This design comes from an exercise in tuning for small area, a short achievable clock period and few clock cycles on the open sky130 flow, not from production work. The RTL was checked by simulation tests, not by an equivalence proof against the original design.

==> flow/design.v <==
module sha256_core (
    input  wire         clk,
    input  wire         rst,
    input  wire         in_valid,
    input  wire         in_first,
    input  wire [31:0]  in_data,
    output wire         in_ready,
    output reg          out_valid,
    output wire [255:0] digest
);
    localparam [31:0] IV0 = 32'h6a09e667, IV1 = 32'hbb67ae85,
                      IV2 = 32'h3c6ef372, IV3 = 32'ha54ff53a,
                      IV4 = 32'h510e527f, IV5 = 32'h9b05688c,
                      IV6 = 32'h1f83d9ab, IV7 = 32'h5be0cd19;
    function [31:0] rotr;
        input [31:0] x;
        input integer n;
        begin
            rotr = (x >> n) | (x << (32 - n));
        end
    endfunction
    function [31:0] csa_s;
        input [31:0] x, y, z;
        begin
            csa_s = x ^ y ^ z;
        end
    endfunction
    function [31:0] csa_c;
        input [31:0] x, y, z;
        begin
            csa_c = ((x & y) | (x & z) | (y & z)) << 1;
        end
    endfunction
    function [31:0] add32;
        input [31:0] x, y;
        reg   [31:0] p, gg, pp, g2, p2;
        integer k, n, m;
        begin
            p  = x ^ y;
            gg = x & y;
            pp = p;
            for (k = 0; k < 5; k = k + 1) begin
                g2 = gg;
                p2 = pp;
                for (n = 0; n < 32; n = n + 1)
                    if (((n >> k) & 1) == 1) begin
                        m = ((n >> k) << k) - 1;
                        g2[n] = gg[n] | (pp[n] & gg[m]);
                        p2[n] = pp[n] & pp[m];
                    end
                gg = g2;
                pp = p2;
            end
            add32 = p ^ {gg[30:0], 1'b0};
        end
    endfunction
    reg        running;      
    reg [5:0]  t;            
    reg [5:0]  kx;           
    reg        fin;          
    reg [1:0]  hp;           
    reg [3:0]  q;            
    reg [4:0]  j;            
    reg        nf;           
    reg        cf;           
    reg        init;         
    reg        last;         
    reg        fadd;         
    assign in_ready = (j == 5'd0) ? (hp == 2'd3 && (!running || t >= 6'd48))
                                  : (j != 5'd16 && q == j[3:0]);
    wire take  = in_valid && in_ready;
    wire start = init && (j[4] || in_valid);
    wire idle_init = init && !running;
    wire       running_n = start || (running && !last);
    wire [3:0] q_n       = (take && j == 5'd0) ? 4'd1 : q + 4'd1;
    wire [4:0] j_n       = start ? 5'd0 : take ? j + 5'd1 : j;
    reg [31:0] k_n;
    always @(*) begin
        case (kx)
            6'd0:  k_n = 32'h428a2f98;  6'd1:  k_n = 32'h71374491;
            6'd2:  k_n = 32'hb5c0fbcf;  6'd3:  k_n = 32'he9b5dba5;
            6'd4:  k_n = 32'h3956c25b;  6'd5:  k_n = 32'h59f111f1;
            6'd6:  k_n = 32'h923f82a4;  6'd7:  k_n = 32'hab1c5ed5;
            6'd8:  k_n = 32'hd807aa98;  6'd9:  k_n = 32'h12835b01;
            6'd10: k_n = 32'h243185be;  6'd11: k_n = 32'h550c7dc3;
            6'd12: k_n = 32'h72be5d74;  6'd13: k_n = 32'h80deb1fe;
            6'd14: k_n = 32'h9bdc06a7;  6'd15: k_n = 32'hc19bf174;
            6'd16: k_n = 32'he49b69c1;  6'd17: k_n = 32'hefbe4786;
            6'd18: k_n = 32'h0fc19dc6;  6'd19: k_n = 32'h240ca1cc;
            6'd20: k_n = 32'h2de92c6f;  6'd21: k_n = 32'h4a7484aa;
            6'd22: k_n = 32'h5cb0a9dc;  6'd23: k_n = 32'h76f988da;
            6'd24: k_n = 32'h983e5152;  6'd25: k_n = 32'ha831c66d;
            6'd26: k_n = 32'hb00327c8;  6'd27: k_n = 32'hbf597fc7;
            6'd28: k_n = 32'hc6e00bf3;  6'd29: k_n = 32'hd5a79147;
            6'd30: k_n = 32'h06ca6351;  6'd31: k_n = 32'h14292967;
            6'd32: k_n = 32'h27b70a85;  6'd33: k_n = 32'h2e1b2138;
            6'd34: k_n = 32'h4d2c6dfc;  6'd35: k_n = 32'h53380d13;
            6'd36: k_n = 32'h650a7354;  6'd37: k_n = 32'h766a0abb;
            6'd38: k_n = 32'h81c2c92e;  6'd39: k_n = 32'h92722c85;
            6'd40: k_n = 32'ha2bfe8a1;  6'd41: k_n = 32'ha81a664b;
            6'd42: k_n = 32'hc24b8b70;  6'd43: k_n = 32'hc76c51a3;
            6'd44: k_n = 32'hd192e819;  6'd45: k_n = 32'hd6990624;
            6'd46: k_n = 32'hf40e3585;  6'd47: k_n = 32'h106aa070;
            6'd48: k_n = 32'h19a4c116;  6'd49: k_n = 32'h1e376c08;
            6'd50: k_n = 32'h2748774c;  6'd51: k_n = 32'h34b0bcb5;
            6'd52: k_n = 32'h391c0cb3;  6'd53: k_n = 32'h4ed8aa4a;
            6'd54: k_n = 32'h5b9cca4f;  6'd55: k_n = 32'h682e6ff3;
            6'd56: k_n = 32'h748f82ee;  6'd57: k_n = 32'h78a5636f;
            6'd58: k_n = 32'h84c87814;  6'd59: k_n = 32'h8cc70208;
            6'd60: k_n = 32'h90befffa;  6'd61: k_n = 32'ha4506ceb;
            6'd62: k_n = 32'hbef9a3f7;  default: k_n = 32'hc67178f2;
        endcase
    end
    reg [31:0] w [0:15];                 
    reg [31:0] a, b, c, d, e, f, g;      
    reg [31:0] pk;                       
    reg [31:0] x0, x1, x2, x3;           
    reg [31:0] y0, y1, y2, y3;           
    wire [31:0] xh0 = cf ? IV0 : x2;
    wire [31:0] yh0 = cf ? IV4 : y2;
    reg  [31:0] xiv, yiv;
    always @(*) begin
        case (t[1:0])
            2'd1:    begin xiv = IV3; yiv = IV7; end
            2'd2:    begin xiv = IV2; yiv = IV6; end
            default: begin xiv = IV1; yiv = IV5; end
        endcase
    end
    wire [31:0] xadd = fadd ? a : 32'd0;
    wire [31:0] yadd = fadd ? e : 32'd0;
    wire [31:0] xhd  = (fadd && cf) ? xiv : x3;
    wire [31:0] yhd  = (fadd && cf) ? yiv : y3;
    wire [31:0] xm   = last ? xh0 : 32'd0;
    wire [31:0] ym   = last ? yh0 : 32'd0;
    wire [31:0] s1 = rotr(e, 6) ^ rotr(e, 11) ^ rotr(e, 25);
    wire [31:0] ch = (e & f) ^ (~e & g);
    wire [31:0] s0 = rotr(a, 2) ^ rotr(a, 13) ^ rotr(a, 22);
    wire [31:0] mj = (a & b) ^ (a & c) ^ (b & c);
    wire [31:0] es1 = csa_s(s1, ch, pk),    ec1 = csa_c(s1, ch, pk);
    wire [31:0] es2 = csa_s(es1, ec1, d),   ec2 = csa_c(es1, ec1, d);
    wire [31:0] es3 = csa_s(es2, ec2, ym),  ec3 = csa_c(es2, ec2, ym);
    wire [31:0] e_new = add32(es3, ec3);
    wire [31:0] as1 = csa_s(s0, mj, xm),    ac1 = csa_c(s0, mj, xm);
    wire [31:0] as2 = csa_s(es1, ec1, as1), ac2 = csa_c(es1, ec1, as1);
    wire [31:0] as3 = csa_s(as2, ac2, ac1), ac3 = csa_c(as2, ac2, ac1);
    wire [31:0] a_new = add32(as3, ac3);
    wire [31:0] ss0 = rotr(w[1], 7) ^ rotr(w[1], 18) ^ (w[1] >> 3);
    wire [31:0] ss1 = rotr(w[14], 17) ^ rotr(w[14], 19) ^ (w[14] >> 10);
    wire [31:0] ws1 = csa_s(ss1, w[9], ss0), wc1 = csa_c(ss1, w[9], ss0);
    wire [31:0] ws2 = csa_s(ws1, wc1, w[0]), wc2 = csa_c(ws1, wc1, w[0]);
    wire [31:0] wnew = add32(ws2, wc2);
    wire [31:0] x_in = add32(xhd, xadd);
    wire [31:0] y_in = add32(yhd, yadd);
    wire [31:0] hsel = init ? (nf ? IV7 : y1) : g;
    wire [31:0] ks1 = csa_s(hsel, k_n, w[1]), kc1 = csa_c(hsel, k_n, w[1]);
    integer i;
    always @(posedge clk) begin
        for (i = 0; i < 15; i = i + 1)
            w[i] <= w[i + 1];
        if (running && t < 6'd48)
            w[15] <= wnew;
        else if (take)
            w[15] <= in_data;
        else
            w[15] <= w[0];
        if (idle_init || (init && nf))
            a <= nf ? IV0 : x2;
        else
            a <= a_new;
        if (idle_init || (init && nf))
            e <= nf ? IV4 : y2;
        else
            e <= e_new;
        if (init) begin
            b <= nf ? IV1 : x_in;
            c <= nf ? IV2 : x0;
            d <= nf ? IV3 : x1;
            f <= nf ? IV5 : y_in;
            g <= nf ? IV6 : y0;
        end else begin
            b <= a; c <= b; d <= c;
            f <= e; g <= f;
        end
        pk <= add32(ks1, kc1);
        x0 <= x_in; x1 <= x0; x2 <= x1; x3 <= last ? a_new : x2;
        y0 <= y_in; y1 <= y0; y2 <= y1; y3 <= last ? e_new : y2;
        q <= q_n;
        if (take && j == 5'd0)
            nf <= in_first;
        if (start)
            cf <= nf;
        kx <= start ? 6'd1 : (running && !last) ? kx + 6'd1 : 6'd0;
        t  <= start ? 6'd0 : t + 6'd1;
        if (rst) begin
            running   <= 1'b0;
            fin       <= 1'b0;
            init      <= 1'b0;
            last      <= 1'b0;
            fadd      <= 1'b0;
            hp        <= 2'd3;
            j         <= 5'd0;
            out_valid <= 1'b0;
        end else begin
            out_valid <= fin;
            fin       <= last;
            last      <= running && t == 6'd62;
            fadd      <= running && t >= 6'd60 && t != 6'd63;
            hp        <= hp + 2'd1;
            running   <= running_n;
            j         <= j_n;
            init      <= q_n == 4'd15 && (j_n[4] || j_n == 5'd15) &&
                         (!running_n || (running && t == 6'd62));
        end
    end
    assign digest = {x0, x1, x2, x3, y0, y1, y2, y3};
endmodule
clock: 10.0 ns
lec_check: 0
cap_margin: 20
core_margin: 2
core_utilization: 40
setup_slack_margin: 5
slew_margin: 20
tns_end_percent: 100
run.sh (not shown) runs the stock make flow with config.mk's settings and CLKGATE_MAP_FILE= SYNTH_SCRIPT=/design/flow/synth_recipe.tcl, a recipe that flattens the netlist after the stock synthesis.
Testbench counts at the start, summed over its fixed seeds: cycles 32,904.
Next try:
--- a/flow/design.v
+++ b/flow/design.v
@@ -27,33 +27,10 @@
     endfunction
     function [31:0] csa_c;
         input [31:0] x, y, z;
         begin
             csa_c = ((x & y) | (x & z) | (y & z)) << 1;
-        end
-    endfunction
-    function [31:0] add32;
-        input [31:0] x, y;
-        reg   [31:0] p, gg, pp, g2, p2;
-        integer k, n, m;
-        begin
-            p  = x ^ y;
-            gg = x & y;
-            pp = p;
-            for (k = 0; k < 5; k = k + 1) begin
-                g2 = gg;
-                p2 = pp;
-                for (n = 0; n < 32; n = n + 1)
-                    if (((n >> k) & 1) == 1) begin
-                        m = ((n >> k) << k) - 1;
-                        g2[n] = gg[n] | (pp[n] & gg[m]);
-                        p2[n] = pp[n] & pp[m];
-                    end
-                gg = g2;
-                pp = p2;
-            end
-            add32 = p ^ {gg[30:0], 1'b0};
         end
     endfunction
     reg        running;      
     reg [5:0]  t;            
     reg [5:0]  kx;           
@@ -137,22 +114,22 @@
     wire [31:0] s0 = rotr(a, 2) ^ rotr(a, 13) ^ rotr(a, 22);
     wire [31:0] mj = (a & b) ^ (a & c) ^ (b & c);
     wire [31:0] es1 = csa_s(s1, ch, pk),    ec1 = csa_c(s1, ch, pk);
     wire [31:0] es2 = csa_s(es1, ec1, d),   ec2 = csa_c(es1, ec1, d);
     wire [31:0] es3 = csa_s(es2, ec2, ym),  ec3 = csa_c(es2, ec2, ym);
-    wire [31:0] e_new = add32(es3, ec3);
+    wire [31:0] e_new = es3 + ec3;
     wire [31:0] as1 = csa_s(s0, mj, xm),    ac1 = csa_c(s0, mj, xm);
     wire [31:0] as2 = csa_s(es1, ec1, as1), ac2 = csa_c(es1, ec1, as1);
     wire [31:0] as3 = csa_s(as2, ac2, ac1), ac3 = csa_c(as2, ac2, ac1);
-    wire [31:0] a_new = add32(as3, ac3);
+    wire [31:0] a_new = as3 + ac3;
     wire [31:0] ss0 = rotr(w[1], 7) ^ rotr(w[1], 18) ^ (w[1] >> 3);
     wire [31:0] ss1 = rotr(w[14], 17) ^ rotr(w[14], 19) ^ (w[14] >> 10);
     wire [31:0] ws1 = csa_s(ss1, w[9], ss0), wc1 = csa_c(ss1, w[9], ss0);
     wire [31:0] ws2 = csa_s(ws1, wc1, w[0]), wc2 = csa_c(ws1, wc1, w[0]);
-    wire [31:0] wnew = add32(ws2, wc2);
-    wire [31:0] x_in = add32(xhd, xadd);
-    wire [31:0] y_in = add32(yhd, yadd);
+    wire [31:0] wnew = ws2 + wc2;
+    wire [31:0] x_in = xhd + xadd;
+    wire [31:0] y_in = yhd + yadd;
     wire [31:0] hsel = init ? (nf ? IV7 : y1) : g;
     wire [31:0] ks1 = csa_s(hsel, k_n, w[1]), kc1 = csa_c(hsel, k_n, w[1]);
     integer i;
     always @(posedge clk) begin
         for (i = 0; i < 15; i = i + 1)
@@ -179,11 +156,11 @@
             g <= nf ? IV6 : y0;
         end else begin
             b <= a; c <= b; d <= c;
             f <= e; g <= f;
         end
-        pk <= add32(ks1, kc1);
+        pk <= ks1 + kc1;
         x0 <= x_in; x1 <= x0; x2 <= x1; x3 <= last ? a_new : x2;
         y0 <= y_in; y1 <= y0; y2 <= y1; y3 <= last ? e_new : y2;
         q <= q_n;
         if (take && j == 5'd0)
             nf <= in_first;
Sequential share of layout area goes down by 1.3 points.
Worst setup slack gets worse by 0.026 ns.
Design area goes up by 3.9%.
Testbench counts after the change, summed over its fixed seeds: cycles 32,904.

## what the ideal ports hide
No port has a modelled driver above. Below, the same layouts with a new extraction and two added sets of constraints.
Step 1, drivers: a clkbuf_16 drives clk and a buf_2 each remaining input, both assumed.
Step 2 times the ports against the registers' clock, not the clock port: input delays grow and output delays shrink by t, the midpoint of the rising clock arrivals with the driver on.
Slacks: ideal / step 1 / step 2; pairs: ideal / step 1.
run	shift t [ns]	slack for setup (ns)	hold WS [ns]	clock arrival spread, ns	slew at the worst register clock pin (ns)
the first run	0.772	5.004 / 5.004 / 5.004	0.301 / 0.301 / 0.301	0.043 / 0.042	0.07 / 0.07
the second run	0.788	4.978 / 4.978 / 4.978	0.309 / 0.309 / 0.309	0.077 / 0.077	0.08 / 0.08
After both steps every run listed still meets setup and hold.
